Background: an optimization exercise with open tools, aiming at small area, a short achievable clock period and few clock cycles per item. Do not read the settings as production practice. RTL that was checked went through simulation tests only; none was proved equivalent to the original. The RTL of runs 1, 2, 5 and 6 was laid out without a check of its function. No activity file was given, so power comes from the tool's default toggle rates.

## flow/design.v (module list and top-level ports; edited modules follow where they fit)
// module aligned_sum16: 288 lines
// module mul_tree_a: 1637 lines
// module mul_tree_b: 194 lines
module aligned_sum16 (
    input  wire        clk,
    input  wire        rst,           
    input  wire        in_valid,
    output wire        in_ready,
    input  wire [31:0] in_a,
    input  wire [31:0] in_b,
    output reg         out_valid,
    output reg  [31:0] out_result,
    output reg  [5:0]  out_flush,     
    output wire [4:0]  out_inf        
);
  // ...
==> flow/flow/run.sh <==
#!/bin/bash
# The standard layout (standard.sh: ORFS from synthesis to the final layout) with three
# changes to how the layout is made; the SDC, the clock period and the steps are the standard
# ones:
#  - the clock tree uses larger sink clusters and no dummy loads, which saves clock buffers;
#  - every input and output port still gets its own buffer, but a plain buf_1 instead of the
#    larger delay buffer ORFS picks by default (the repair may still resize it).
# ORFS writes each step's full log under orfs/logs/; make's own output goes to flow_standard.log.
set -euo pipefail
bash standard.sh \
  SETUP_SLACK_MARGIN=10.2 \
  "CTS_ARGS=-sink_clustering_enable -repair_clock_nets -dont_use_dummy_load -sink_clustering_size 25 -sink_clustering_max_diameter 80" \
  "BUFFER_PORTS_ARGS=-buffer_cell sky130_fd_sc_hd__buf_1" \
  finish > flow_standard.log 2>&1
==> flow/standard.sh <==
#!/bin/bash
# synth_recipe.tcl (not shown) runs the flow's synth.tcl, then flattens the netlist and writes it again
# the make line also repeats each setting of config.mk as NAME=value (left out here)
make -C /OpenROAD-flow-scripts/flow DESIGN_CONFIG=/design/flow/config.mk WORK_HOME=/design/flow/orfs CLKGATE_MAP_FILE= SYNTH_SCRIPT=/design/flow/synth_recipe.tcl "${@:-finish}"
==> flow/config.mk <==
export PLATFORM = sky130hd
export DESIGN_NAME = aligned_sum16
export DESIGN_NICKNAME = aligned_sum16
export VERILOG_FILES = /design/flow/design.v
export SDC_FILE = /design/flow/constraint.sdc
export NUM_CORES = 4
export LEC_CHECK = 0
export ABC_AREA = 1
export CAP_MARGIN = 20
export CORE_MARGIN = 2
export CORE_UTILIZATION = 60
export SETUP_SLACK_MARGIN = 5
export SLEW_MARGIN = 20
==> flow/constraint.sdc <==
create_clock -name core_clock -period 14.0 [get_ports {clk}]
set_input_delay 2.8000 -clock core_clock [delete_from_list [all_inputs] [get_ports {clk}]]
set_output_delay 2.8000 -clock core_clock [all_outputs]
set_load 0.01 [all_outputs]
==> summary.md, run 1 <==
| Metric | Value |
|---|---|
| Fraction of area in multi-input gates | between 40% and 50% |
| Registers with the most flip-flops | ring: 576 flops, s1_r0: 47 flops |
| Class of the most critical setup path | reg2out |
| Util after Layout | between 60 and 70% |
| Sw frac | 41.3% |
| Cell Chain, Critical Path | clkbuf_2 |
| F_max | approximately 250 MHz |
| Slowest stage delay, CP | a little under 400 ps |
| Post-Syn Instances | between 4000 and 5000 |
| Post-cts repair resize count | 68 |
| Register area | 22800 sq um |
| Seq area share | 45.1% |
| Max_cap viols | 0 |
| Post-synthesis simple-gate area fraction | 12.5% |
| Grt met1 use | roughly two fifths |
| Top routing layer used | met4 |
| Compound-Gate Fraction of Synth Area | about a tenth |
| Multi-input gate area | 21600 sq um |
| P_leak | 22.3 nW |
| Layout cells sized above 1 | under 10% |
| Multi-input gates | a little over 3000 |
| Largest net degree at the start of global routing | 55 |
| P_clk | 1.62 mW |
| Port Buf Inserts | around 110 |
| Status | finished clean |
| Final instance area | 50400 sq um |
| Max-area cell class | flip-flops and latches |
| Final TNS setup | 0 ps |
| Transition time of the tightest slew-check pin | 1120 ps |
| Initial antenna violation count | 2 |
| Final WS setup | 10060 ps |
| Post-layout net count | 5510 |
| Worst vdd ir | 0.000127 V |
| Ports | approximately 110 |
==> run 2, diff against run 1 <==
--- a/flow/flow/run.sh
+++ b/flow/flow/run.sh
@@ -8,7 +8,7 @@
 # ORFS writes each step's full log under orfs/logs/; make's own output goes to flow_standard.log.
 set -euo pipefail
 bash standard.sh \
-  SETUP_SLACK_MARGIN=10.2 \
+  SETUP_SLACK_MARGIN=10 \
   "CTS_ARGS=-sink_clustering_enable -repair_clock_nets -dont_use_dummy_load -sink_clustering_size 25 -sink_clustering_max_diameter 80" \
   "BUFFER_PORTS_ARGS=-buffer_cell sky130_fd_sc_hd__buf_1" \
   finish > flow_standard.log 2>&1
--- a/flow/config.mk
+++ b/flow/config.mk
@@ -8,6 +8,6 @@
 export ABC_AREA = 1
 export CAP_MARGIN = 20
 export CORE_MARGIN = 2
-export CORE_UTILIZATION = 60
+export CORE_UTILIZATION = 70
 export SETUP_SLACK_MARGIN = 5
 export SLEW_MARGIN = 20
==> summary.md, run 2 <==
| Metric | Value |
|---|---|
| Crit-path slowest cell | edfxtp_1 |
| F_max | 251 MHz (-0.83%) |
| DP HPWL | 83.0 mm |
| Final setup fails | 0 |
| Crit-path max FO | 1 |
| Num CTS Buffers | 54 |
| Final ANT Viol Nets | 0 |
| Initial core utilization | 70.7% |
| Max reg flops | 576 |
| Sink Count | 1110 |
| Cell Chain, Critical Path | buf_1 |
| Final WS setup | 10020 ps (-32.9 ps) |
| Seq pwr share | 38.2% |
| Pre-CTS WS | between 9000 and 10000 ps |
| End point of the critical path | out_inf[0] |
| Routed WL per cell | slightly below 20 um |
| Routed wl met3 | roughly 11 mm |
| Area grow syn2layout | 4.90% |
| Yosys top cell area share | 44.6% |
| Hold crit path type | reg2reg |
| Seq cells post-synth | approximately 1100 |
| Registers with the most flip-flops | ring: 576 flops, s1_r0: 47 flops |
| First-pass GRT wire length | between 150 and 200 mm |
| Largest net degree at the start of global routing | 63 (+15%) |
| Core footprint | around 67000 sq um |
| Die area | 70000 sq um |
| Mapped Avg Cell Area | about 9.5 sq um |
| Largest Register | ring |
| Largest family of logic cells by synthesized area | adder cells |
| Total length of routed met2 wires | 49.9 mm |
| Dpl cell area | 48400 sq um |
| Post-synthesis simple-gate area fraction | 12.5% (unchanged) |
| Class of the most critical setup path | reg2out |
| Worst vdd ir | 0.000145 V (+14%) |
| Leading area contributor after synthesis | dfxtp_1 |
| Transition time of the tightest slew-check pin | 1130 ps (+12.1 ps) |
| Vert. Die Dim | between 200 and 300 um |
| RR Startpoint | s0_one[5]$_DFF_P_ |
| Synth Area in Adders | 15.5% |
| Final instance area | 49800 sq um (-1.2%) |
| CP arrival | 1180 ps |
| Top routing layer used | met5 |
| Clock root cell | clkbuf_16 |
| Most common cell after layout, fill and taps aside | dfxtp_1 |
| Seq/Total Area, Yosys | 47.9% |
| Required @ worst endpoint | between 10000 and 15000 ps |
| Top_reg_cell synth | dfxtp_1 |
| Compound-Gate Fraction of Synth Area | 9.92% (unchanged) |
| Port Buf Inserts | 111 (unchanged) |
| Synth warnings | 2 |
| Worst reg2reg path depth | 9 |
| Mux share of post-synthesis cell area | less than 1% |
| R2R setup slack | 10030 ps |
| Total Routing Usage GR | 32.7% |
| Comb pwr share | between 40% and 50% |
| CP top delay family | flip-flops |
| GP Congestion | 0.987 |
| DRC | 0 |
| Final TNS setup | 0 ps (unchanged) |
| Synthesized netlist net count | 5488 |
| Int Pwr | between 6 and 7 mW |
| Clk network pwr share | around 15% |
| Max_cap viols | 0 (unchanged) |
| Most common cell in the netlist | dfxtp_1 |
| P_leak | 22.1 nW (-1.1%) |
| Initial antenna violation count | 2 (unchanged) |
| Post-Syn Instances | 4986 (unchanged) |
| Post-synthesis xor/xnor area fraction | 7.10% |
| Drt pass-1 iters | 6 |
| Switching power | 4.47 mW |
| Vias in the first global route | 33500 |
| Mapped Area | 47500 sq um |
| Wire length on met1 | 49.7 mm |
| CTS tree | built |
| Layout cells sized above 1 | 3.64% (-1.9 points) |
| Total wire length | 115 mm |
| Startpoint Class | flop |
| Crit path capture type | output port |
| Clock Pin Slew Worst Setup and Hold Paths | 90 ps |
| Fin. max-slew vios | 0 |
| H-tree depth | 2 |
| Setup Buffers After CTS | 0 |
| Buf/Inv on CP | 1 |
| 1st-iter DRT viols | 3054 |
| Commonest cells after routing, fill and taps aside | dfxtp_1 (1053), nand2_1 (625), inv_1 (609) |
| Post-layout net count | 5481 (-0.53%) |
| Min Tclk post-route | 3980 ps |
| Rows | 95 |
| Top post-synthesis cells by area | dfxtp_1 (45%), fa_1 (11%), xor2_1 (6.4%) |
| Slowest stage delay, CP | 410 ps (+20 ps) |
| Hold_buf cts | 0 |
| Via/cell ratio | approximately 5.8 |
| Async SR Flop Fraction | 0% |
| Hold Slack | 301 ps |
| Worst R2R End | s1_r0[28]$_DFF_P_ |
| Period utilisation layout | 28.4% |
| Slew headroom | 24.6% |
| Die width | between 200 and 300 um |
| Clock Latency Late Sink | 650 ps |
| Max Root-Sink Buffers | 3 |
| Fin. Hold Viols | 0 |
| Power Density | 216 nW/um^2 |
| EDFF count, synth | 52 |
| Ports | 112 (unchanged) |
| Clock skew | 78.4 ps |
| Critical Path Source | r_inf_cnt[0]$_DFFE_PP_ |
| CP Depth | 1 |
| Yosys cell types | 63 |
| Sw frac | 41.5% (+0.13 points) |
| Post-synth top cells | dfxtp_1 (1058), nand2_1 (627), inv_1 (611), nor2_1 (374), xor2_1 (349) |
| GR Overflow Total | 0 |
| Status | finished clean |
| RSZ-0062 raised after global routing | true |
| DR vias | 33800 |
## run 2: changes by cell type in the layout (fill, tap and decap cells not counted), sizes merged
cell,delta
buf,-14
clkbuf,-6
clkinv,-6
clkinvlp,-11
diode,+1
inv,+10
nor2,-2
## run 2: power by group through the flow
stage                     sequential, mW  combinational [mW]  clock [mW]
final                               4.11                5.04        1.62
after global routing                4.17                5.66        1.75
after CTS                           4.11                4.93        1.65
after detailed placement            4.17                4.90           0
after global placement              4.15                4.78           0
after floorplan                     4.05                3.56           0
## run 2: metal layers
layer / vias to the layer above / track usage [%]
met2: 1450 / 50.6
met3: 261 / 8.36
li1: 16100 / -
met4: 2 / 10.3
met1: 16000 / 45.4
met5: - / 0.901
## run 2: layout make-up
| class | count | area [sq um] |
|---|---|---|
| Inverter | 645 | 2460 |
| Tap cell | 873 | 1090 |
| Sequential cell | 1110 | 22700 |
| Timing Repair Buffer | 134 | 617 |
| Clock buffer | 54 | 1350 |
| Antenna cell | 1 | 2.50 |
| Timing Repair inverter | 2 | 10.0 |
| Multi-Input combinational cell | 3032 | 21600 |
| Fill cell | 4881 | 17300 |
## run 2: stage by stage
stage / power (mW) / instances / utilization (%)
6_report: 10.8 / 5851 / 74.2
5_1_grt: 11.6 / 5850 / 74.2
4_1_cts: 10.7 / 5847 / 74.1
3_5_place_dp: 9.08 / 5792 / 72.1
3_3_place_gp: 8.93 / 5791 / 72.0
2_1_floorplan: 7.60 / 4986 / -
## run 2: worst min-delay path by stage
stage,from,to,slack (ps),depth (start not counted)
2_1_floorplan,ring[1][0]$_DFF_P_,ring[0][0]$_DFF_P_,310,0
3_3_place_gp,ring[14][16]$_DFF_P_,ring[13][16]$_DFF_P_,310,0
5_1_grt,ring[7][6]$_DFF_P_,ring[6][6]$_DFF_P_,300,0
6_report,ring[7][6]$_DFF_P_,ring[6][6]$_DFF_P_,300,0
3_5_place_dp,ring[12][33]$_DFF_P_,ring[11][33]$_DFF_P_,310,0
4_1_cts,ring[7][6]$_DFF_P_,ring[6][6]$_DFF_P_,300,0
## run 2: logic make-up after synthesis
group / count (synthesis)
AOI/OAI and AO/OA: 828
xor gates and xnor gates: 383
and+or+nand+nor: 1371
buffers and inverters: 845
adders and majority gates: 435
muxes: 14
DFF: 1110
## run 2: what timing repair did
action,4_1_cts,5_1_grt
resized for setup,7,12
cloned,1,2
setup endpoints to repair,34,61
endpoints found under the hold margin,0,0
pin swaps,1,0
==> module aligned_sum16, before the edit <==
module aligned_sum16 (
    input  wire        clk,
    input  wire        rst,           
    input  wire        in_valid,
    output wire        in_ready,
    input  wire [31:0] in_a,
    input  wire [31:0] in_b,
    output reg         out_valid,
    output reg  [31:0] out_result,
    output reg  [5:0]  out_flush,     
    output wire [4:0]  out_inf        
);
    localparam [31:0] CANON_NAN = 32'h7fc0_0000;
    reg  [3:0]  cnt;                  
    reg  [15:0] rsv;                  
    reg         rsv_clr;              
    reg         rdy;                  
    wire        acc_in  = in_valid & in_ready;
    wire        in_last = (cnt == 4'd15);
    assign in_ready = rdy;
    always @(posedge clk) begin
        if (rst) begin
            cnt     <= 4'd0;
            rsv     <= 16'd0;
            rsv_clr <= 1'b0;
            rdy     <= 1'b1;
        end else begin
            if (acc_in) cnt <= cnt + 4'd1;
            rsv_clr <= acc_in & in_last;
            rdy     <= ~(rsv[4] & ~rsv_clr) | (acc_in & in_last);
            rsv <= {rsv[0] & ~rsv_clr, rsv[15:4] & {12{~rsv_clr}}, (rsv[3] & ~rsv_clr) | acc_in,
                    rsv[2:1] & {2{~rsv_clr}}};
        end
    end
    reg        s0_v, s0_first, s0_last;
    reg [31:0] s0_a;
    reg [31:23] s0_b;                 
    reg        s0_bfz;                
    reg [11:0] s0_one, s0_two, s0_neg;    
    wire [24:0] bb = {1'b1, in_b[22:0], 1'b0};
    reg  [11:0] d_one, d_two, d_neg;
    integer g;
    always @(*) begin
        for (g = 0; g < 12; g = g + 1) begin
            d_one[g] = bb[2*g+1] ^ bb[2*g];
            d_two[g] = (bb[2*g+2] & ~bb[2*g+1] & ~bb[2*g]) | (~bb[2*g+2] & bb[2*g+1] & bb[2*g]);
            d_neg[g] = bb[2*g+2];
        end
    end
    always @(posedge clk) begin
        s0_a <= in_a;
        s0_b <= in_b[31:23];
        s0_bfz <= (in_b[22:0] == 23'd0);
        s0_one <= d_one;
        s0_two <= d_two;
        s0_neg <= d_neg;
        s0_first <= (cnt == 4'd0);
        s0_last  <= in_last;
        s0_v     <= acc_in & ~rst;
    end
    wire [7:0] a_ex   = s0_a[30:23];
    wire [7:0] b_ex   = s0_b[30:23];
    wire       a_fz   = (s0_a[22:0] == 23'd0);
    wire       b_fz   = s0_bfz;
    wire       a_max  = (a_ex == 8'hff);
    wire       b_max  = (b_ex == 8'hff);
    wire       a_zero = (a_ex == 8'h00);              
    wire       b_zero = (b_ex == 8'h00);
    wire       a_nan  = a_max & ~a_fz;
    wire       b_nan  = b_max & ~b_fz;
    wire       a_inf  = a_max & a_fz;
    wire       b_inf  = b_max & b_fz;
    wire       p_nan  = a_nan | b_nan | (a_inf & b_zero) | (b_inf & a_zero);
    wire       p_inf  = ~p_nan & (a_inf | b_inf);
    wire       p_zero = ~p_nan & ~p_inf & (a_zero | b_zero);
    wire       p_fin  = ~p_nan & ~p_inf & ~p_zero;
    wire [1:0] p_sub  = {1'b0, a_zero & ~a_fz} + {1'b0, b_zero & ~b_fz};
    wire [8:0] e_sum  = {1'b0, a_ex} + {1'b0, b_ex};   
    wire [47:0] t_r0, t_r1, t_r2;
    mul_tree_a u_mula (.fa(s0_a[22:0]), .one(s0_one), .two(s0_two), .neg(s0_neg),
                       .r0(t_r0), .r1(t_r1), .r2(t_r2));
    reg        s1_v, s1_first, s1_last;
    reg        s1_sign, s1_nan, s1_inf, s1_zero, s1_fin;
    reg [1:0]  s1_sub;
    reg [8:0]  s1_c0;                 
    reg        s1_gt, s1_ge, s1_eq;   
    reg [47:0] s1_r0, s1_r1, s1_r2;   
    always @(posedge clk) begin
        s1_v     <= s0_v & ~rst;
        s1_first <= s0_first;
        s1_last  <= s0_last;
        s1_sign  <= s0_a[31] ^ s0_b[31];
        s1_nan   <= p_nan;
        s1_inf   <= p_inf;
        s1_zero  <= p_zero;
        s1_fin   <= p_fin;
        s1_sub   <= p_sub;
        s1_c0    <= e_sum + 9'd25;
        s1_gt    <= (e_sum > 9'd381);
        s1_ge    <= (e_sum >= 9'd381);
        s1_eq    <= (e_sum == 9'd381);
        s1_r0    <= t_r0;
        s1_r1    <= t_r1;
        s1_r2    <= t_r2;
    end
    wire [47:0] t_x, t_y;
    mul_tree_b u_mulb (.r0(s1_r0), .r1(s1_r1), .r2(s1_r2), .x(t_x), .y(t_y));
    wire [47:0] p     = t_x + t_y;
    wire        p_hi  = p[47];
    reg        s2_v, s2_first, s2_last;
    reg        s2_sign, s2_nan, s2_inf, s2_negz, s2_fin, s2_gt, s2_ge, s2_eq, s2_lnz;
    reg [1:0]  s2_sub;
    reg [8:0]  s2_c0;
    reg [27:0] s2_p;                  
    always @(posedge clk) begin
        s2_v     <= s1_v & ~rst;
        s2_first <= s1_first;
        s2_last  <= s1_last;
        s2_sign  <= s1_sign;
        s2_nan   <= s1_nan;
        s2_inf   <= s1_inf;
        s2_negz  <= s1_zero & s1_sign;
        s2_fin   <= s1_fin;
        s2_gt    <= s1_gt;
        s2_ge    <= s1_ge;
        s2_eq    <= s1_eq;
        s2_lnz   <= (p[19:0] != 20'd0);
        s2_sub   <= s1_sub;
        s2_c0    <= s1_c0;
        s2_p     <= p[47:20];
    end
    wire        w_hi   = s2_p[27];                  
    wire [25:0] w_m    = w_hi ? s2_p[26:1] : s2_p[25:0];
    wire [8:0]  w_c    = s2_c0 + {8'd0, w_hi};
    wire       w_ovf  = s2_fin & (w_hi ? s2_ge
                                       : (s2_gt | (s2_eq & (&s2_p[26:3]) &
                                                   ((|s2_p[2:0]) | s2_lnz))));
    wire       w_keep = s2_fin & ~w_ovf;
    wire [8:0] w_code = w_keep ? w_c : 9'd0;
    wire       w_infp = (s2_inf | w_ovf) & ~s2_sign;
    wire       w_infn = (s2_inf | w_ovf) & s2_sign;
    reg [35:0] ring [0:15];           
    integer k;
    always @(posedge clk) begin
        for (k = 0; k < 15; k = k + 1)
            ring[k] <= ring[k + 1];
        ring[15] <= s2_v ? {s2_sign, w_code, w_m} : ring[0];
    end
    reg        f_nan, f_infp, f_infn, f_nz, f_negz;
    reg [8:0]  f_e;
    reg [5:0]  f_flush;
    reg [4:0]  f_inf;
    wire       w_first = s2_v & s2_first;
    wire       n_nan   = (w_first ? 1'b0 : f_nan)  | (s2_v & s2_nan);
    wire       n_infp  = (w_first ? 1'b0 : f_infp) | (s2_v & w_infp);
    wire       n_infn  = (w_first ? 1'b0 : f_infn) | (s2_v & w_infn);
    wire       n_nz    = (w_first ? 1'b0 : f_nz)   | (s2_v & w_keep);
    wire       n_negz  = (w_first ? 1'b1 : f_negz) & (~s2_v | s2_negz);
    wire       w_gt    = w_keep & (w_hi ? (s2_c0 >= f_e) : (s2_c0 > f_e));
    wire [8:0] n_e     = (w_first || (s2_v && w_gt)) ? w_code : f_e;
    wire [5:0] n_flush = (w_first ? 6'd0 : f_flush) + {4'd0, s2_sub & {2{s2_v}}};
    wire [4:0] n_inf   = (w_first ? 5'd0 : f_inf) + {4'd0, s2_v & w_ovf};
    always @(posedge clk) begin
        f_nan   <= n_nan;
        f_infp  <= n_infp;
        f_infn  <= n_infn;
        f_nz    <= n_nz;
        f_negz  <= n_negz;
        f_e     <= n_e;
        f_flush <= n_flush;
        f_inf   <= n_inf;
    end
    reg        k_nan, k_inf, k_infn, k_nz, k_negz;
    reg [8:0]  k_e;
    reg [5:0]  k_flush;
    reg [4:0]  k_inf_cnt;
    reg        k_act;
    reg [3:0]  k_cnt;
    always @(posedge clk) begin
        if (s2_v && s2_last) begin
            k_nan     <= n_nan | (n_infp & n_infn);
            k_inf     <= n_infp | n_infn;
            k_infn    <= n_infn;
            k_nz      <= n_nz;
            k_negz    <= n_negz;
            k_e       <= n_e;
            k_flush   <= n_flush;
            k_inf_cnt <= n_inf;
        end
        if (rst) begin
            k_act <= 1'b0;
            k_cnt <= 4'd0;
        end else if (s2_v && s2_last) begin
            k_act <= 1'b1;
            k_cnt <= 4'd0;
        end else if (k_act) begin
            k_cnt <= k_cnt + 4'd1;
            if (k_cnt == 4'd15) k_act <= 1'b0;
        end
    end
    wire        h_sign = ring[0][35];
    wire [8:0]  h_code = ring[0][34:26];
    wire [26:0] h_m    = {1'b1, ring[0][25:0]};
    wire [8:0]  h_sh   = k_e - h_code;
    wire [26:0] h_al   = (h_sh > 9'd26) ? 27'd0 : (h_m >> h_sh[4:0]);
    reg         c1_v, c1_first, c1_last, c1_sign;
    reg  [26:0] c1_m;                 
    always @(posedge clk) begin
        c1_v     <= k_act & ~rst;
        c1_first <= (k_cnt == 4'd0);
        c1_last  <= (k_cnt == 4'd15);
        c1_sign  <= h_sign;
        c1_m     <= h_al ^ {27{h_sign}};
    end
    reg  [31:0] acc;                  
    reg         acc_done;
    wire [31:0] acc_base = c1_first ? 32'd0 : acc;
    wire [31:0] acc_add  = {{5{c1_sign}}, c1_m};
    wire [32:0] acc_sum  = {acc_base, 1'b1} + {acc_add, c1_sign};    
    always @(posedge clk) begin
        acc <= acc_sum[32:1];       
        acc_done <= c1_v & c1_last & ~rst;
    end
    reg        r_nan, r_inf, r_infn, r_nz, r_negz;
    reg [8:0]  r_e;
    reg [5:0]  r_flush;
    reg [4:0]  r_inf_cnt;
    always @(posedge clk) begin
        if (k_act && k_cnt == 4'd15) begin
            r_nan     <= k_nan;
            r_inf     <= k_inf;
            r_infn    <= k_infn;
            r_nz      <= k_nz;
            r_negz    <= k_negz;
            r_e       <= k_e;
            r_flush   <= k_flush;
            r_inf_cnt <= k_inf_cnt;
        end
    end
    assign out_inf = r_inf_cnt;
    wire [30:0] mag = acc[31] ? (~acc[30:0] + 31'd1) : acc[30:0];
    reg        u1_busy, u1_neg, u1_zero;
    reg [30:0] u1_mag;
    reg [4:0]  u1_lz;                 
    wire       u1_v = u1_busy & (u1_mag[30] | u1_zero);    
    wire       u1_by4 = (u1_mag[30:27] == 4'd0);
    always @(posedge clk) begin
        if (acc_done) begin
            u1_neg  <= acc[31];
            u1_zero <= (acc == 32'd0);
        end
        u1_mag <= acc_done ? mag : (u1_by4 ? {u1_mag[26:0], 4'd0} : {u1_mag[29:0], 1'b0});
        u1_lz  <= acc_done ? 5'd0 : (u1_lz + (u1_by4 ? 5'd4 : 5'd1));
        if (rst)
            u1_busy <= 1'b0;
        else if (acc_done)
            u1_busy <= 1'b1;
        else if (u1_v)
            u1_busy <= 1'b0;
    end
    wire [30:0] nrm    = u1_mag;
    wire        rnd_up = nrm[6] & ((|nrm[5:0]) | nrm[7]);
    wire        cy     = rnd_up & (&nrm[30:7]);           
    wire [24:0] qr     = {1'b0, nrm[30:7]} + {24'd0, rnd_up};
    wire [8:0]  top0   = r_e + 9'd4 - {4'd0, u1_lz};
    wire        over   = cy ? (top0 > 9'd405) : (top0 > 9'd406);
    wire        tiny   = cy ? (top0 < 9'd152) : (top0 < 9'd153);
    wire [7:0]  bexp   = cy ? (top0[7:0] - 8'd151) : (top0[7:0] - 8'd152);
    always @(posedge clk) begin
        out_valid <= u1_v & ~rst;
        out_flush <= r_flush;
        if (r_nan)
            out_result <= CANON_NAN;
        else if (r_inf)
            out_result <= {r_infn, 8'hff, 23'd0};
        else if (!r_nz)
            out_result <= {r_negz, 31'd0};
        else if (u1_zero)
            out_result <= 32'd0;
        else if (over)
            out_result <= {u1_neg, 8'hff, 23'd0};
        else if (tiny) begin
            out_result <= {u1_neg, 31'd0};
            out_flush  <= r_flush + 6'd1;
        end else
            out_result <= {u1_neg, bexp, qr[22:0]};
    end
endmodule
==> run 3, diff against run 2 <==
--- a/flow/design.v
+++ b/flow/design.v
@@ -8,7 +8,7 @@
     output reg         out_valid,
     output reg  [31:0] out_result,
     output reg  [5:0]  out_flush,     
-    output wire [4:0]  out_inf        
+    output reg  [4:0]  out_inf        
 );
     localparam [31:0] CANON_NAN = 32'h7fc0_0000;
     reg  [3:0]  cnt;                  
@@ -237,7 +237,6 @@
             r_inf_cnt <= k_inf_cnt;
         end
     end
-    assign out_inf = r_inf_cnt;
     wire [30:0] mag = acc[31] ? (~acc[30:0] + 31'd1) : acc[30:0];
     reg        u1_busy, u1_neg, u1_zero;
     reg [30:0] u1_mag;
@@ -268,6 +267,7 @@
     wire [7:0]  bexp   = cy ? (top0[7:0] - 8'd151) : (top0[7:0] - 8'd152);
     always @(posedge clk) begin
         out_valid <= u1_v & ~rst;
+        out_inf   <= r_inf_cnt;
         out_flush <= r_flush;
         if (r_nan)
             out_result <= CANON_NAN;
--- a/flow/flow/run.sh
+++ b/flow/flow/run.sh
@@ -8,7 +8,7 @@
 # ORFS writes each step's full log under orfs/logs/; make's own output goes to flow_standard.log.
 set -euo pipefail
 bash standard.sh \
-  SETUP_SLACK_MARGIN=10 \
+  SETUP_SLACK_MARGIN=10.2 \
   "CTS_ARGS=-sink_clustering_enable -repair_clock_nets -dont_use_dummy_load -sink_clustering_size 25 -sink_clustering_max_diameter 80" \
   "BUFFER_PORTS_ARGS=-buffer_cell sky130_fd_sc_hd__buf_1" \
   finish > flow_standard.log 2>&1
--- a/flow/config.mk
+++ b/flow/config.mk
@@ -8,6 +8,6 @@
 export ABC_AREA = 1
 export CAP_MARGIN = 20
 export CORE_MARGIN = 2
-export CORE_UTILIZATION = 70
+export CORE_UTILIZATION = 60
 export SETUP_SLACK_MARGIN = 5
 export SLEW_MARGIN = 20
==> summary.md, run 3 <==
| Metric | Value |
|---|---|
| Hold Path Cell Cnt | 0 (unchanged) |
| Yosys top cell area share | 44.7% (+0.12 points) |
| Slew headroom | 31.2% (+6.6 points) |
| Clk network pwr share | 15.4% (+0.4 points) |
| Routed WL per cell | 19.2 um (-2.0%) |
| RSZ-0062 raised after global routing | true |
| Switching power | 4.44 mW (-0.63%) |
| CP top delay family | flip-flops |
| Async SR Flop Fraction | 0% (unchanged) |
| Top post-synthesis cells by area | dfxtp_1 (45%), fa_1 (11%), xor2_1 (6.4%) |
| Final setup fails | 0 (unchanged) |
| Crit path capture type | output port |
| Placed cells | 5983 (+3.3%) |
| Die area | 81600 sq um (+17%) |
| Synth warnings | 2 (unchanged) |
| Ports | 112 (unchanged) |
| Final ANT Viol Nets | 0 (unchanged) |
| Worst reg2reg path depth | 9 (unchanged) |
| F_max | 258 MHz (+2.6%) |
| Max reg flops | 576 (unchanged) |
| Comb pwr share | 46.4% (-0.4 points) |
| Hold Slack | 262 ps (-38.4 ps) |
| Seq cells post-synth | 1115 (+0.45%) |
| Yosys cell types | 63 (unchanged) |
| Hold Path Origin | ring[15][21]$_DFF_P_ |
| Max_cap viols | 0 (unchanged) |
| Clock skew | 99.6 ps (+21.2 ps) |
| Most common cell after layout, fill and taps aside | dfxtp_1 |
| Cell Chain, Critical Path | buf_6 |
| Worst R2R End | s1_r0[23]$_DFF_P_ |
| Final WS setup | 10130 ps (+102 ps) |
| Pre-CTS WS | 9820 ps (+27.9 ps) |
| Layout cells sized above 1 | 5.87% (+2.2 points) |
| Fin. Hold Viols | 0 (unchanged) |
| Fin. max-slew vios | 0 (unchanged) |
| Finished Layout Cells | 6077 (+3.9%) |
| 1st-iter DRT viols | 3030 (-0.79%) |
| Initial antenna violation count | 2 (unchanged) |
| DR vias | 33700 (-0.29%) |
| Period utilisation layout | 27.7% (-0.73 points) |
| Required @ worst endpoint | 11200 ps (about the same) |
| Mapped Avg Cell Area | 9.54 sq um (+0.11%) |
| Drt pass-1 iters | 8 (+2) |
| Total wire length | 117 mm (+1.8%) |
| Crit-path max FO | 1 (unchanged) |
| H-tree depth | 2 (unchanged) |
| Mapped Area | 47600 sq um (+0.21%) |
| Commonest cells after routing, fill and taps aside | dfxtp_1 (1045), nand2_1 (626), inv_1 (595) |
| P_leak | 22.4 nW (+1.6%) |
| Clock Pin Slew Worst Setup and Hold Paths | 90 ps (about the same) |
| Max Root-Sink Buffers | 3 (unchanged) |
| Post-layout net count | 5529 (+0.88%) |
| Core footprint | 78700 sq um (+17%) |
| Sink Count | 1115 (+0.45%) |
| Initial core utilization | 60.5% (-10 points) |
| EDFF count, synth | 52 (unchanged) |
| Hold crit path type | reg2reg |
| Post-synth top cells | dfxtp_1 (1063), nand2_1 (627), inv_1 (611), nor2_1 (374), xor2_1 (349) |
| Area grow syn2layout | 6.52% |
| Most common cell in the netlist | dfxtp_1 |
| Slowest stage delay, CP | 330 ps (-80 ps) |
| Buf/Inv on CP | 1 (unchanged) |
| Crit-path slowest cell | dfxtp_2 |
| Min Tclk post-route | 3870 ps (-102 ps) |
| Worst vdd ir | 0.000133 V (-8.3%) |
| Port Buf Inserts | 111 (unchanged) |
| Synthesized netlist net count | 5493 (+0.091%) |
| Final TNS setup | 0 ps (unchanged) |
| Vias in the first global route | 33200 (-0.91%) |
| DRC | 0 (unchanged) |
| GR Overflow Total | 0 (unchanged) |
| Seq pwr share | 38.2% (about the same) |
| Post-Syn Instances | 4991 (+0.10%) |
| CTS tree | built |
| Clock Latency Late Sink | 680 ps (+30 ps) |
| Power Density | 213 nW/um^2 (-1.5%) |
| Transition time of the tightest slew-check pin | 1030 ps (-98.6 ps) |
| Clock root cell | clkbuf_16 |
| Rows | 103 (+8.4%) |
| Largest Register | ring |
| Via/cell ratio | 5.54 (-4.0%) |
| Num CTS Buffers | 58 (+7.4%) |
| Die width | 286 um (+8.0%) |
| Hold_buf cts | 0 (unchanged) |
| DP HPWL | 83.3 mm (+0.29%) |
| Top_reg_cell synth | dfxtp_1 |
| Class of the most critical setup path | reg2out |
| CP arrival | 1070 ps (-110 ps) |
| RR Startpoint | s0_one[5]$_DFF_P_ |
| Largest net degree at the start of global routing | 63 (unchanged) |
| Util after Layout | 64.4% (-9.8 points) |
| Hold Crit Endpoint | ring[14][21]$_DFF_P_ |
| Seq/Total Area, Yosys | 48.0% (+0.11 points) |
| Total Routing Usage GR | 28.4% (-4.3 points) |
| Registers with the most flip-flops | ring: 576 flops, s1_r0: 47 flops |
| Leading area contributor after synthesis | dfxtp_1 |
| R2R setup slack | 10150 ps (+120 ps) |
| GP Congestion | 0.964 (-2.3%) |
| Status | finished clean |
| Int Pwr | 6.36 mW (+0.86%) |
| Startpoint Class | flop |
| Sw frac | 41.1% (-0.36 points) |
| Vert. Die Dim | 286 um (+8.0%) |
| First-pass GRT wire length | 182 mm (+0.98%) |
==> run 3: kinds of logic after synthesis <==
kind of cell             after synthesis  share of synthesized area (%)
adder cells (fa/ha/maj)              435                           15.5
multiplexers                          14                          0.315
AND/OR/NAND/NOR                     1371                           12.5
flip-flops                          1115                           48.0
AO/OA/AOI/OAI                        828                           9.90
buffers and inverters                845                           6.79
XOR/XNOR                             383                           7.08
==> run 3: per-layer routing <==
layer,routed length (um),vias to the layer above,GRT usage [%]
met2,48600,1464,42.4
met4,4210,2,9.14
met1,52800,15700,40.9
li1,-,16200,-
met3,11300,307,6.59
met5,9,-,0
==> run 3: through the flow <==
step | total power, mW | cell area (sq um)
2_1_floorplan | 7.62 | 47600
3_3_place_gp | 9.02 | 48800
3_5_place_dp | 9.11 | 48800
4_1_cts | 10.8 | 50400
5_1_grt | 11.7 | 50700
6_report | 10.8 | 50700
==> run 3: power groups by stage <==
stage          clock network (mW)  registers [mW]  logic [mW]
2_1_floorplan                   0            4.06        3.56
3_3_place_gp                    0            4.17        4.84
3_5_place_dp                    0            4.19        4.92
4_1_cts                      1.72            4.12        4.96
5_1_grt                      1.83            4.18        5.70
6_report                     1.66            4.12        5.01
==> run 3: cell type report <==
cell class,count,area [sq um]
antenna,2,5.00
clock buffer,58,1450
fill,6539,28000
inverter,645,2490
multi-input combinational,3034,21600
sequential,1115,22900
tap,1050,1310
timing repair buffer,160,928
timing repair inverter,13,75.1
==> run 3: repair_timing <==
item,CTS,global route
gates cloned,4,12
hold endpoints to repair,0,0
resized for setup,74,35
pin swaps,3,0
endpoints found under the setup margin,106,74
setup buffers,2,16
==> run 3: worst max path at each step <==
| stage | start | endpoint | depth (start not counted) |
|---|---|---|---|
| after floorplan | s0_neg[4]$_DFF_P_ | s1_r0[32]$_DFF_P_ | 9 |
| after global placement | s0_neg[2]$_DFF_P_ | s1_r0[28]$_DFF_P_ | 8 |
| after detailed placement | s0_neg[9]$_DFF_P_ | s1_r0[28]$_DFF_P_ | 7 |
| after CTS | out_flush[0]$_DFF_P_ | out_flush[0] | 1 |
| after global routing | out_result[29]$_SDFF_PP1_ | out_result[29] | 1 |
| final | out_flush[0]$_DFF_P_ | out_flush[0] | 1 |
Testbench counts of run 3, summed over its fixed seeds: cycles 5,313, sums 320.
==> run 4, diff against run 3 <==
--- a/flow/config.mk
+++ b/flow/config.mk
@@ -11,3 +11,4 @@
 export CORE_UTILIZATION = 60
 export SETUP_SLACK_MARGIN = 5
 export SLEW_MARGIN = 20
+export TNS_END_PERCENT = 10
==> summary.md, run 4 <==
| Metric | Value |
|---|---|
| Status | finished clean |
| Crit-path max FO | 1 (unchanged) |
| Clock root cell | clkbuf_16 |
| Registers with the most flip-flops | ring: 576 flops, s1_r0: 47 flops |
| Num CTS Buffers | 58 (unchanged) |
| Max_cap viols | 0 (unchanged) |
| Required @ worst endpoint | 11200 ps (about the same) |
| Most common cell in the netlist | dfxtp_1 |
| Post-Syn Instances | 4991 (unchanged) |
| Finished Layout Cells | 6068 (-0.15%) |
| GR Overflow Total | 0 (unchanged) |
| Largest net degree at the start of global routing | 63 (unchanged) |
| DRC | 0 (unchanged) |
| CP top delay family | flip-flops |
| Synthesized netlist net count | 5493 (unchanged) |
| Via/cell ratio | 5.53 (-0.13%) |
| Total wire length | 117 mm (-0.24%) |
| Rows | 103 (unchanged) |
| First-pass GRT wire length | 182 mm (about the same) |
| Post-synth top cells | dfxtp_1 (1063), nand2_1 (627), inv_1 (611), nor2_1 (374), xor2_1 (349) |
| CP arrival | 1080 ps (about the same) |
| Routed WL per cell | 19.2 um (about the same) |
| Slew headroom | 32.5% (+1.3 points) |
| Seq cells post-synth | 1115 (unchanged) |
| Initial antenna violation count | 2 (unchanged) |
| Area grow syn2layout | 6.21% |
| Yosys cell types | 63 (unchanged) |
| Core footprint | 78700 sq um (unchanged) |
| Transition time of the tightest slew-check pin | 1010 ps (-19.7 ps) |
| Final TNS setup | 0 ps (unchanged) |
| Synth warnings | 2 (unchanged) |
| Top post-synthesis cells by area | dfxtp_1 (45%), fa_1 (11%), xor2_1 (6.4%) |
| Placed cells | 5983 (unchanged) |
| Initial core utilization | 60.5% (unchanged) |
| Worst vdd ir | 0.000133 V (+0.13%) |
| Power Density | 213 nW/um^2 (+0.25%) |
| Max reg flops | 576 (unchanged) |
| EDFF count, synth | 52 (unchanged) |
| Ports | 112 (unchanged) |
| P_leak | 22.4 nW (-0.35%) |
| Drt pass-1 iters | 6 (-2) |
| Crit-path slowest cell | dfxtp_2 |
| Mapped Area | 47600 sq um (unchanged) |
| Clock Latency Late Sink | 680 ps (about the same) |
| Max Root-Sink Buffers | 3 (unchanged) |
| Most common cell after layout, fill and taps aside | dfxtp_1 |
| Yosys top cell area share | 44.7% (unchanged) |
| Crit path capture type | output port |
| Async SR Flop Fraction | 0% (unchanged) |
| Largest Register | ring |
| Mapped Avg Cell Area | 9.54 sq um (unchanged) |
| Hold crit path type | reg2reg |
| Die width | 286 um (unchanged) |
| Layout cells sized above 1 | 5.26% (-0.61 points) |
| F_max | 258 MHz (about the same) |
| Slowest stage delay, CP | 330 ps (about the same) |
| Period utilisation layout | 27.7% (about the same) |
| Port Buf Inserts | 111 (unchanged) |
| Clock Pin Slew Worst Setup and Hold Paths | 90 ps (about the same) |
| Final setup fails | 0 (unchanged) |
| Total power | 10.8 mW (about the same) |
| RSZ-0062 raised after global routing | true |
| Vias in the first global route | 33200 (-0.054%) |
| Total Routing Usage GR | 28.4% (about the same) |
| Filler cells | 6541 (+0.031%) |
| Top_reg_cell synth | dfxtp_1 |
| Startpoint Class | flop |
| Register area | 22900 sq um (about the same) |
| Hold_buf cts | 0 (unchanged) |
| Class of the most critical setup path | reg2out |
| CTS tree | built |
| Commonest cells after routing, fill and taps aside | dfxtp_1 (1050), nand2_1 (626), inv_1 (599) |
| Final ANT Viol Nets | 0 (unchanged) |
| Post-layout net count | 5520 (-0.16%) |
| Cell Chain, Critical Path | buf_6 |
| Fin. Hold Viols | 0 (unchanged) |
| Fin. max-slew vios | 0 (unchanged) |
| Leading area contributor after synthesis | dfxtp_1 |
| Seq/Total Area, Yosys | 48.0% (unchanged) |
| 1st-iter DRT viols | 3087 (+1.9%) |
| Multi-input gate area | 21600 sq um (unchanged) |
| Clock skew | 101 ps (+1.56 ps) |
| H-tree depth | 2 (unchanged) |
| DR vias | 33600 (-0.27%) |
| Die area | 81600 sq um (unchanged) |
| Min Tclk post-route | 3880 ps (+2.00 ps) |
| GP Congestion | 0.964 (unchanged) |
| Buf/Inv on CP | 1 (unchanged) |
| DP HPWL | 83.3 mm (unchanged) |
| Sink Count | 1115 (unchanged) |
| Vert. Die Dim | 286 um (unchanged) |
-- run 4: cell counts after synthesis --
Identical to the previous run, type by type.
-- run 4: final cells by class --
type,instances,share of cell area (%)
Inverter,645,4.90
Sequential cell,1115,45.2
Timing Repair inverter,12,0.129
Timing Repair Buffer,152,1.61
Multi-Input combinational cell,3034,42.7
Tap cell,1050,2.60
Clock buffer,58,2.87
Antenna cell,2,0.00990
-- run 4: timing repair --
| item | 4_1_cts | 5_1_grt |
|---|---|---|
| setup endpoints to repair | 106 | 72 |
| setup buffers | 2 | 8 |
| endpoints found under the hold margin | 0 | 0 |
| pin swaps | 3 | 0 |
| gates cloned | 3 | 12 |
| gates resized for setup | 52 | 28 |
-- run 4: cells by family after synthesis --
family,share of synthesized area [%]
mux,0.315
simple gates,12.5
compound gates,9.90
buf+inv,6.79
flops,48.0
xor+xnor,7.08
fa+ha+maj,15.5
-- run 4: path summary, 6_finish.rpt --
path	start	endpoint	slack (ps)	depth (start not counted)
max reg2reg	s0_two[7]$_DFF_P_	s1_r0[20]$_DFF_P_	10140	9
min	ring[15][21]$_DFF_P_	ring[14][21]$_DFF_P_	260	0
min reg2reg	ring[15][21]$_DFF_P_	ring[14][21]$_DFF_P_	260	0
max	out_result[30]$_SDFF_PP1_	out_result[30]	10120	1
-- run 4: per-stage QoR --
step           hold slack, ps  util (%)  area (sq um)  worst slack [ps]
6_report                  262      64.2         50600             10120
5_1_grt                   245      64.2         50600             10070
4_1_cts                   249      64.0         50400             10080
3_5_place_dp              312      61.9         48800              9820
3_3_place_gp              310      61.9         48800              9930
2_1_floorplan             310         -         47600             10330
-- run 4: power breakdown --
| group | switching [mW] | internal [mW] | leakage [nW] |
|---|---|---|---|
| clock | 0.930 | 0.733 | 0.715 |
| combinational | 3.17 | 1.83 | 12.3 |
| sequential | 0.334 | 3.79 | 9.30 |
| total | 4.44 | 6.36 | 22.4 |
-- run 4: routing by layer --
metal | track usage (%) | part of all wire (%) | vias to the layer above | routed length [um]
met2 | 42.5 | 42 | 1423 | 48500
met1 | 40.9 | 45 | 15700 | 52700
li1 | - | - | 16200 | -
met4 | 9.03 | 3.6 | 2 | 4170
met5 | 0 | 0.011 | - | 13
met3 | 6.57 | 9.5 | 304 | 11100
==> run 5, diff against run 4 <==
--- a/flow/design.v
+++ b/flow/design.v
@@ -82,8 +82,7 @@
     reg        s1_v, s1_first, s1_last;
     reg        s1_sign, s1_nan, s1_inf, s1_zero, s1_fin;
     reg [1:0]  s1_sub;
-    reg [8:0]  s1_c0;                 
-    reg        s1_gt, s1_ge, s1_eq;   
+    reg [9:0]  s1_c0;                 
     reg [47:0] s1_r0, s1_r1, s1_r2;   
     always @(posedge clk) begin
         s1_v     <= s0_v & ~rst;
@@ -95,10 +94,7 @@
         s1_zero  <= p_zero;
         s1_fin   <= p_fin;
         s1_sub   <= p_sub;
-        s1_c0    <= e_sum + 9'd25;
-        s1_gt    <= (e_sum > 9'd381);
-        s1_ge    <= (e_sum >= 9'd381);
-        s1_eq    <= (e_sum == 9'd381);
+        s1_c0    <= {1'b0, e_sum} + 10'd25;
         s1_r0    <= t_r0;
         s1_r1    <= t_r1;
         s1_r2    <= t_r2;
@@ -108,9 +104,9 @@
     wire [47:0] p     = t_x + t_y;
     wire        p_hi  = p[47];
     reg        s2_v, s2_first, s2_last;
-    reg        s2_sign, s2_nan, s2_inf, s2_negz, s2_fin, s2_gt, s2_ge, s2_eq, s2_lnz;
+    reg        s2_sign, s2_nan, s2_inf, s2_negz, s2_fin, s2_lnz;
     reg [1:0]  s2_sub;
-    reg [8:0]  s2_c0;
+    reg [9:0]  s2_c0;
     reg [27:0] s2_p;                  
     always @(posedge clk) begin
         s2_v     <= s1_v & ~rst;
@@ -121,9 +117,6 @@
         s2_inf   <= s1_inf;
         s2_negz  <= s1_zero & s1_sign;
         s2_fin   <= s1_fin;
-        s2_gt    <= s1_gt;
-        s2_ge    <= s1_ge;
-        s2_eq    <= s1_eq;
         s2_lnz   <= (p[19:0] != 20'd0);
         s2_sub   <= s1_sub;
         s2_c0    <= s1_c0;
@@ -131,9 +124,12 @@
     end
     wire        w_hi   = s2_p[27];                  
     wire [25:0] w_m    = w_hi ? s2_p[26:1] : s2_p[25:0];
-    wire [8:0]  w_c    = s2_c0 + {8'd0, w_hi};
-    wire       w_ovf  = s2_fin & (w_hi ? s2_ge
-                                       : (s2_gt | (s2_eq & (&s2_p[26:3]) &
+    wire [8:0]  w_c    = s2_c0[8:0] + {8'd0, w_hi};    
+    wire        w_gt   = s2_c0 > 10'd406;
+    wire        w_ge   = s2_c0 >= 10'd406;
+    wire        w_eq   = s2_c0 == 10'd406;
+    wire       w_ovf  = s2_fin & (w_hi ? w_ge
+                                       : (w_gt | (w_eq & (&s2_p[26:3]) &
                                                    ((|s2_p[2:0]) | s2_lnz))));
     wire       w_keep = s2_fin & ~w_ovf;
     wire [8:0] w_code = w_keep ? w_c : 9'd0;
@@ -156,8 +152,8 @@
     wire       n_infn  = (w_first ? 1'b0 : f_infn) | (s2_v & w_infn);
     wire       n_nz    = (w_first ? 1'b0 : f_nz)   | (s2_v & w_keep);
     wire       n_negz  = (w_first ? 1'b1 : f_negz) & (~s2_v | s2_negz);
-    wire       w_gt    = w_keep & (w_hi ? (s2_c0 >= f_e) : (s2_c0 > f_e));
-    wire [8:0] n_e     = (w_first || (s2_v && w_gt)) ? w_code : f_e;
+    wire       w_egt   = w_keep & (w_hi ? (s2_c0[8:0] >= f_e) : (s2_c0[8:0] > f_e));
+    wire [8:0] n_e     = (w_first || (s2_v && w_egt)) ? w_code : f_e;
     wire [5:0] n_flush = (w_first ? 6'd0 : f_flush) + {4'd0, s2_sub & {2{s2_v}}};
     wire [4:0] n_inf   = (w_first ? 5'd0 : f_inf) + {4'd0, s2_v & w_ovf};
     always @(posedge clk) begin
--- a/flow/config.mk
+++ b/flow/config.mk
@@ -11,4 +11,3 @@
 export CORE_UTILIZATION = 60
 export SETUP_SLACK_MARGIN = 5
 export SLEW_MARGIN = 20
-export TNS_END_PERCENT = 10
==> summary.md, run 5 <==
| Metric | Value |
|---|---|
| Status | finished clean |
| Die area | 82000 sq um (+0.41%) |
| Max reg flops | 576 (unchanged) |
| Hold crit path type | reg2reg |
| P_leak | 22.8 nW (+1.8%) |
| GR Overflow Total | 0 (unchanged) |
| RR Startpoint | s0_two[4]$_DFF_P_ |
| F_max | 255 MHz (-1.1%) |
| Most common cell after layout, fill and taps aside | dfxtp_1 |
| Post-layout net count | 5604 (+1.5%) |
| Compound-Gate Fraction of Synth Area | 9.46% (-0.44 points) |
| Port Buf Inserts | 111 (unchanged) |
| DR vias | 33500 (-0.28%) |
| Via/cell ratio | 5.45 (-1.5%) |
| Yosys cell types | 59 (-6.3%) |
| Drt pass-1 iters | 6 (unchanged) |
| Top post-synthesis cells by area | dfxtp_1 (44%), fa_1 (11%), xor2_1 (6.5%) |
| 1st-iter DRT viols | 2523 (-18%) |
| Mapped Area | 47800 sq um (+0.42%) |
| Mux share of post-synthesis cell area | 0.249% (-0.067 points) |
| RSZ-0062 raised after global routing | true |
| Hold_buf cts | 0 (unchanged) |
| Worst vdd ir | 0.000141 V (+5.8%) |
| Largest Register | ring |
| R2R setup slack | 10230 ps (+90 ps) |
| Sink Count | 1111 (-0.36%) |
| DRC | 0 (unchanged) |
| Top_reg_cell synth | dfxtp_1 |
| Max Root-Sink Buffers | 3 (unchanged) |
| Yosys top cell area share | 44.3% (-0.35 points) |
| Initial antenna violation count | 3 (+1) |
| CP arrival | 1120 ps (+40 ps) |
| GP Congestion | 0.959 (-0.52%) |
| Cell Chain, Critical Path | buf_6 |
| Leading area contributor after synthesis | dfxtp_1 |
| Critical Path Source | rdy$_SDFF_PP1_ |
| Synthesized netlist net count | 5579 (+1.6%) |
| Vert. Die Dim | 286 um (+0.21%) |
| Seq cells post-synth | 1111 (-0.36%) |
| Slowest stage delay, CP | 400 ps (+70 ps) |
| Crit-path max FO | 2 (+1) |
| Total wire length | 117 mm (+0.76%) |
| Most common cell in the netlist | dfxtp_1 |
| Initial core utilization | 60.5% (about the same) |
| Fin. Hold Viols | 0 (unchanged) |
| Hold Path Origin | ring[7][8]$_DFF_P_ |
| Finished Layout Cells | 6146 (+1.3%) |
| Commonest cells after routing, fill and taps aside | dfxtp_1 (1038), nand2_1 (700), inv_1 (647) |
| Core footprint | 79000 sq um (+0.33%) |
| EDFF count, synth | 52 (unchanged) |
| H-tree depth | 2 (unchanged) |
| Ports | 112 (unchanged) |
| Synth Area in Adders | 15.5% (+0.066 points) |
| Registers with the most flip-flops | ring: 576 flops, s1_r0: 47 flops |
| Routed WL per cell | 19.1 um (-0.52%) |
| Final setup fails | 0 (unchanged) |
| Post-synth top cells | dfxtp_1 (1059), nand2_1 (701), inv_1 (662), nor2_1 (354), xor2_1 (353) |
| Min Tclk post-route | 3920 ps (+44.3 ps) |
| Async SR Flop Fraction | 0% (unchanged) |
| Seq/Total Area, Yosys | 47.6% (-0.37 points) |
| Total Routing Usage GR | 28.5% (+0.12 points) |
| Largest net degree at the start of global routing | 69 (+9.5%) |
| First-pass GRT wire length | 183 mm (+0.37%) |
| DP HPWL | 85.8 mm (+3.1%) |
| Buf/Inv on CP | 1 (unchanged) |
| Vias in the first global route | 32900 (-0.78%) |
| Fin. max-slew vios | 0 (unchanged) |
| Clock Pin Slew Worst Setup and Hold Paths | 90 ps (about the same) |
| Clock Latency Late Sink | 640 ps (-40 ps) |
| Class of the most critical setup path | reg2out |
| CP top delay family | flip-flops |
| Die width | 286 um (+0.21%) |
| Synth warnings | 2 (unchanged) |
| Period utilisation layout | 28.0% (+0.32 points) |
| CTS tree | built |
| Crit-path slowest cell | dfxtp_4 |
| Num CTS Buffers | 57 (-1.7%) |
| Clock skew | 64.6 ps (-36.6 ps) |
| Mapped Avg Cell Area | 9.43 sq um (-1.2%) |
| Final ANT Viol Nets | 0 (unchanged) |
| Required @ worst endpoint | 11200 ps (about the same) |
| Placed cells | 6065 (+1.4%) |
| Post-Syn Instances | 5072 (+1.6%) |
| Clock root cell | clkbuf_16 |
| Crit path capture type | output port |
| Post-synthesis simple-gate area fraction | 12.9% (+0.39 points) |
| Layout cells sized above 1 | 5.75% (+0.49 points) |
| Final TNS setup | 0 ps (unchanged) |
| Startpoint Class | flop |
| Area grow syn2layout | 6.30% (about the same) |
| Slew headroom | 29.7% (-2.8 points) |
| Largest family of logic cells by synthesized area | adder cells |
| Max_cap viols | 0 (unchanged) |
| Power Density | 211 nW/um^2 (-1.3%) |
| Transition time of the tightest slew-check pin | 1040 ps (+32.2 ps) |
| Rows | 103 (unchanged) |
| Post-synthesis xor/xnor area fraction | 7.14% (+0.059 points) |
## run 5: cell count changes after synthesis, moves of 10 or more
cell / previous run / this run
a21oi_1: 194 / 168
buf_2: 25 / 15
inv_1: 611 / 662
nand2_1: 627 / 701
nand3_1: 162 / 192
nand4_1: 72 / 44
nor2_1: 374 / 354
nor2_2: 9 / 27
o21ai_0: 260 / 247
## run 5: logic make-up after synthesis
kind of cell / Yosys count
simple gates: 1437
compound gates: 790
xor+xnor: 390
fa+ha+maj: 440
buf+inv: 893
mux: 11
flops: 1111
## run 5: stage by stage
step	hold slack (ps)	util (%)	power, mW	cell area [sq um]	setup slack, ps
after floorplan	310	-	7.54	47800	10330
after global placement	310	62.0	8.96	49000	9860
after detailed placement	312	62.0	9.06	49000	9820
after CTS	281	64.0	10.7	50600	10050
after global routing	273	64.3	11.5	50800	10040
final	278	64.3	10.7	50800	10080
## run 5: final timing paths
path	to	cells past startpoint
min	ring[6][8]$_DFF_P_	0
min reg2reg	ring[6][8]$_DFF_P_	0
max	in_ready	1
max reg2reg	s1_r0[30]$_DFF_P_	9
## run 5: cell type report
| cell class | instances | area (sq um) |
|---|---|---|
| fill | 6705 | 28200 |
| timing repair inverter | 12 | 72.6 |
| sequential | 1111 | 22800 |
| clock buffer | 57 | 1430 |
| multi-input combinational | 3068 | 21600 |
| timing repair buffer | 152 | 893 |
| tap | 1050 | 1310 |
| antenna | 1 | 2.50 |
| inverter | 695 | 2670 |
## run 5: power by group
group	internal [mW]	switching (mW)
Clock	0.721	0.934
Sequential	3.76	0.304
Combinational	1.82	3.17
Total	6.30	4.41
## run 5: what timing repair did
| action | in CTS | in global routing |
|---|---|---|
| gates cloned | 1 | 11 |
| setup endpoints to repair | 84 | 100 |
| gates resized for setup | 82 | 30 |
| buffers inserted | 1 | 10 |
## run 5: metal layers
layer,vias to the layer above,GRT usage (%),part of all wire [%],wire (um)
li1,16300,-,-,-
met1,15700,37.2,42,49600
met2,1232,46.6,46,53600
met3,351,5.06,6.9,8130
met4,0,12.5,5.2,6050
met5,-,0,0,0
==> run 6, diff against run 5 <==
--- a/flow/flow/run.sh
+++ b/flow/flow/run.sh
@@ -9,6 +9,6 @@
 set -euo pipefail
 bash standard.sh \
   SETUP_SLACK_MARGIN=10.2 \
-  "CTS_ARGS=-sink_clustering_enable -repair_clock_nets -dont_use_dummy_load -sink_clustering_size 25 -sink_clustering_max_diameter 80" \
+  "CTS_ARGS=-sink_clustering_enable -repair_clock_nets -dont_use_dummy_load -sink_clustering_size 30 -sink_clustering_max_diameter 80" \
   "BUFFER_PORTS_ARGS=-buffer_cell sky130_fd_sc_hd__buf_1" \
   finish > flow_standard.log 2>&1
--- a/flow/config.mk
+++ b/flow/config.mk
@@ -11,3 +11,4 @@
 export CORE_UTILIZATION = 60
 export SETUP_SLACK_MARGIN = 5
 export SLEW_MARGIN = 20
+export TNS_END_PERCENT = 10
==> summary.md, run 6 <==
| Metric | Value |
|---|---|
| DP HPWL | 85.8 mm (unchanged) |
| Largest Register | ring |
| Max_cap viols | 0 (unchanged) |
| Fin. max-slew vios | 0 (unchanged) |
| DR vias | 33200 (-0.89%) |
| CTS tree | built |
| Async SR Flop Fraction | 0% (unchanged) |
| Int Pwr | 6.22 mW (-1.2%) |
| Post-synth top cells | dfxtp_1 (1059), nand2_1 (701), inv_1 (662), nor2_1 (354), xor2_1 (353) |
| RSZ-0062 raised after global routing | true |
| Crit path capture type | output port |
| Crit-path slowest cell | dfxtp_4 |
| Clock Latency Late Sink | 640 ps (about the same) |
| Pre-CTS WS | 9820 ps (unchanged) |
| Layout cells sized above 1 | 3.97% (-1.8 points) |
| CP arrival | 1140 ps (+20 ps) |
| Post-Syn Instances | 5072 (unchanged) |
| Die area | 82000 sq um (unchanged) |
| Slowest stage delay, CP | 390 ps (about the same) |
| Filler cells | 6775 (+1.0%) |
| Clock skew | 85.6 ps (+21.1 ps) |
| Total Routing Usage GR | 28.4% (-0.039 points) |
| Die width | 286 um (unchanged) |
| EDFF count, synth | 52 (unchanged) |
| Most common cell after layout, fill and taps aside | dfxtp_1 |
| Class of the most critical setup path | reg2out |
| Ports | 112 (unchanged) |
| Buf/Inv on CP | 1 (unchanged) |
| Num CTS Buffers | 51 (-11%) |
| Initial antenna violation count | 5 (+2) |
| Initial core utilization | 60.5% (unchanged) |
| Max Root-Sink Buffers | 3 (unchanged) |
| Status | finished clean |
| Worst vdd ir | 0.000135 V (-3.8%) |
| Rows | 103 (unchanged) |
| GR Overflow Total | 0 (unchanged) |
| Period utilisation layout | 28.1% (+0.14 points) |
| Min Tclk post-route | 3940 ps (+19.5 ps) |
| Registers with the most flip-flops | ring: 576 flops, s1_r0: 47 flops |
| 1st-iter DRT viols | 2356 (-6.6%) |
| Hold_buf cts | 0 (unchanged) |
| Top_reg_cell synth | dfxtp_1 |
| H-tree depth | 2 (unchanged) |
| Drt pass-1 iters | 8 (+2) |
| GP Congestion | 0.959 (unchanged) |
| Final ANT Viol Nets | 0 (unchanged) |
| Synth warnings | 2 (unchanged) |
| Seq/Total Area, Yosys | 47.6% (unchanged) |
| Final setup fails | 0 (unchanged) |
| Largest net degree at the start of global routing | 69 (unchanged) |
| Yosys top cell area share | 44.3% (unchanged) |
| Top post-synthesis cells by area | dfxtp_1 (44%), fa_1 (11%), xor2_1 (6.5%) |
| Synthesized netlist net count | 5579 (unchanged) |
| Vert. Die Dim | 286 um (unchanged) |
| Post-layout net count | 5578 (-0.46%) |
| Transition time of the tightest slew-check pin | 1130 ps (+91.6 ps) |
| Area grow syn2layout | 5.27% |
| Comb pwr share | 46.9% (+0.3 points) |
| First-pass GRT wire length | 183 mm (-0.17%) |
| Leading area contributor after synthesis | dfxtp_1 |
| Required @ worst endpoint | 11200 ps (about the same) |
| Fin. Hold Viols | 0 (unchanged) |
| P_leak | 22.5 nW (-1.1%) |
| Hold crit path type | reg2reg |
| F_max | 254 MHz (-0.49%) |
| Power Density | 211 nW/um^2 (about the same) |
| Startpoint Class | flop |
| Commonest cells after routing, fill and taps aside | dfxtp_1 (1052), nand2_1 (700), inv_1 (658) |
| Seq cells post-synth | 1111 (unchanged) |
| Crit-path max FO | 1 (-1) |
| Mapped Area | 47800 sq um (unchanged) |
| Switching power | 4.38 mW (-0.66%) |
| Clock root cell | clkbuf_16 |
| Cell Chain, Critical Path | clkbuf_2 |
| Total wire length | 116 mm (-1.0%) |
| Seq pwr share | 38.3% (+0.4 points) |
| Routed WL per cell | 19.0 um (-0.62%) |
| Sink Count | 1111 (unchanged) |
| Yosys cell types | 59 (unchanged) |
| R2R setup slack | 10100 ps (-130 ps) |
| Via/cell ratio | 5.42 (-0.47%) |
| Max reg flops | 576 (unchanged) |
| Final TNS setup | 0 ps (unchanged) |
| Port Buf Inserts | 111 (unchanged) |
| Final WS setup | 10060 ps (-19.5 ps) |
| Most common cell in the netlist | dfxtp_1 |
| Slew headroom | 24.3% (-5.5 points) |
| Vias in the first global route | 32900 (-0.21%) |
| DRC | 0 (unchanged) |
| Clk network pwr share | 14.8% (-0.7 points) |
| Sw frac | 41.3% (+0.14 points) |
| Core footprint | 79000 sq um (unchanged) |
| Clock Pin Slew Worst Setup and Hold Paths | 110 ps (+20 ps) |
| CP top delay family | flip-flops |
| Mapped Avg Cell Area | 9.43 sq um (unchanged) |
-- run 6: layer usage --
metal	GRT usage, %	vias to the layer above	share of wire (%)
li1	-	16200	-
met5	0	-	0
met4	12.9	0	5.1
met3	5.22	334	7.4
met2	46.3	1225	45
met1	37.1	15400	42
-- run 6: logic make-up after synthesis --
logic type,share of synthesized area [%]
buf+inv,7.15
fa+ha+maj,15.5
compound gates,9.46
xor+xnor,7.14
simple gates,12.9
flops,47.6
mux,0.249
-- run 6: through the flow --
stage          power [mW]  cells  hold slack (ps)  util, %  area [sq um]
6_report             10.6   6120              269     63.7         50300
5_1_grt              11.4   6119              262     63.7         50300
4_1_cts              10.6   6118              269     63.7         50300
3_5_place_dp         9.06   6065              312     62.0         49000
3_3_place_gp         8.96   6065              310     62.0         49000
2_1_floorplan        7.54   5072              310        -         47800
-- run 6: cell type report --
class / count / area, sq um / share of cell area (%)
Sequential cell: 1111 / 22800 / 45.3
Multi-Input combinational cell: 3068 / 21600 / 43.0
Inverter: 695 / 2630 / 5.22
Tap cell: 1050 / 1310 / 2.61
Clock buffer: 51 / 1280 / 2.54
Timing Repair Buffer: 142 / 668 / 1.33
Timing Repair inverter: 2 / 15.0 / 0.0298
Antenna cell: 1 / 2.50 / 0.00497
-- run 6: worst paths after layout --
check	startpoint	endpoint	cells past startpoint
setup / recovery	out_inf[4]$_DFF_P_	out_inf[4]	1
hold / removal	ring[7][8]$_DFF_P_	ring[6][8]$_DFF_P_	0
setup reg to reg	s0_a[19]$_DFF_P_	s1_r0[24]$_DFF_P_	9
hold reg to reg	ring[7][8]$_DFF_P_	ring[6][8]$_DFF_P_	0
-- run 6: timing repair --
| action | 4_1_cts | 5_1_grt |
|---|---|---|
| gates resized for setup | 18 | 9 |
| gates cloned | 1 | 1 |
| setup endpoints to repair | 78 | 100 |
| buffers inserted | 1 | 0 |
-- run 6: power by group through the flow --
| stage | clock network (mW) | logic (mW) | registers (mW) |
|---|---|---|---|
| final | 1.57 | 4.97 | 4.06 |
| after global routing | 1.73 | 5.60 | 4.11 |
| after CTS | 1.61 | 4.96 | 4.06 |
| after detailed placement | 0 | 4.93 | 4.13 |
| after global placement | 0 | 4.84 | 4.12 |
| after floorplan | 0 | 3.52 | 4.02 |

==> afterwards: timing with drivers on the ports <==
The results above use ideal ports. As a check the final layouts listed here were re-extracted and re-timed, cells and wires unchanged. Step 1, drivers: a clkbuf_16 drives clk and a buf_2 each remaining input, both assumed. Step 2 moves the port delays by t, midway between the first and last clock arrival at a register: inputs arrive t later, outputs are due t later. That takes back most of the time a late clock gives input paths. a / b / c = ideal ports / drivers / drivers and shift; a / b = the first two.
run | t (ns) | setup WS [ns] | worst slew at a driven data input, ns
run 1 | 0.695 | 10.056 / 9.988 / 10.043 | 0.05
run 2 | 0.680 | 10.023 / 9.957 / 10.011 | 0.05
run 3 | 0.692 | 10.125 / 10.059 / 10.029 | 0.07
run 4 | 0.694 | 10.123 / 10.057 / 10.031 | 0.07
run 5 | 0.683 | 10.079 / 10.006 / 9.991 | 0.06
run 6 | 0.674 | 10.060 / 9.987 / 10.001 | 0.06
After both steps setup and hold are still met in every run listed. For run 3, which loses most, drivers alone change the setup slack by -0.066 ns; drivers and shift together by -0.096 ns.
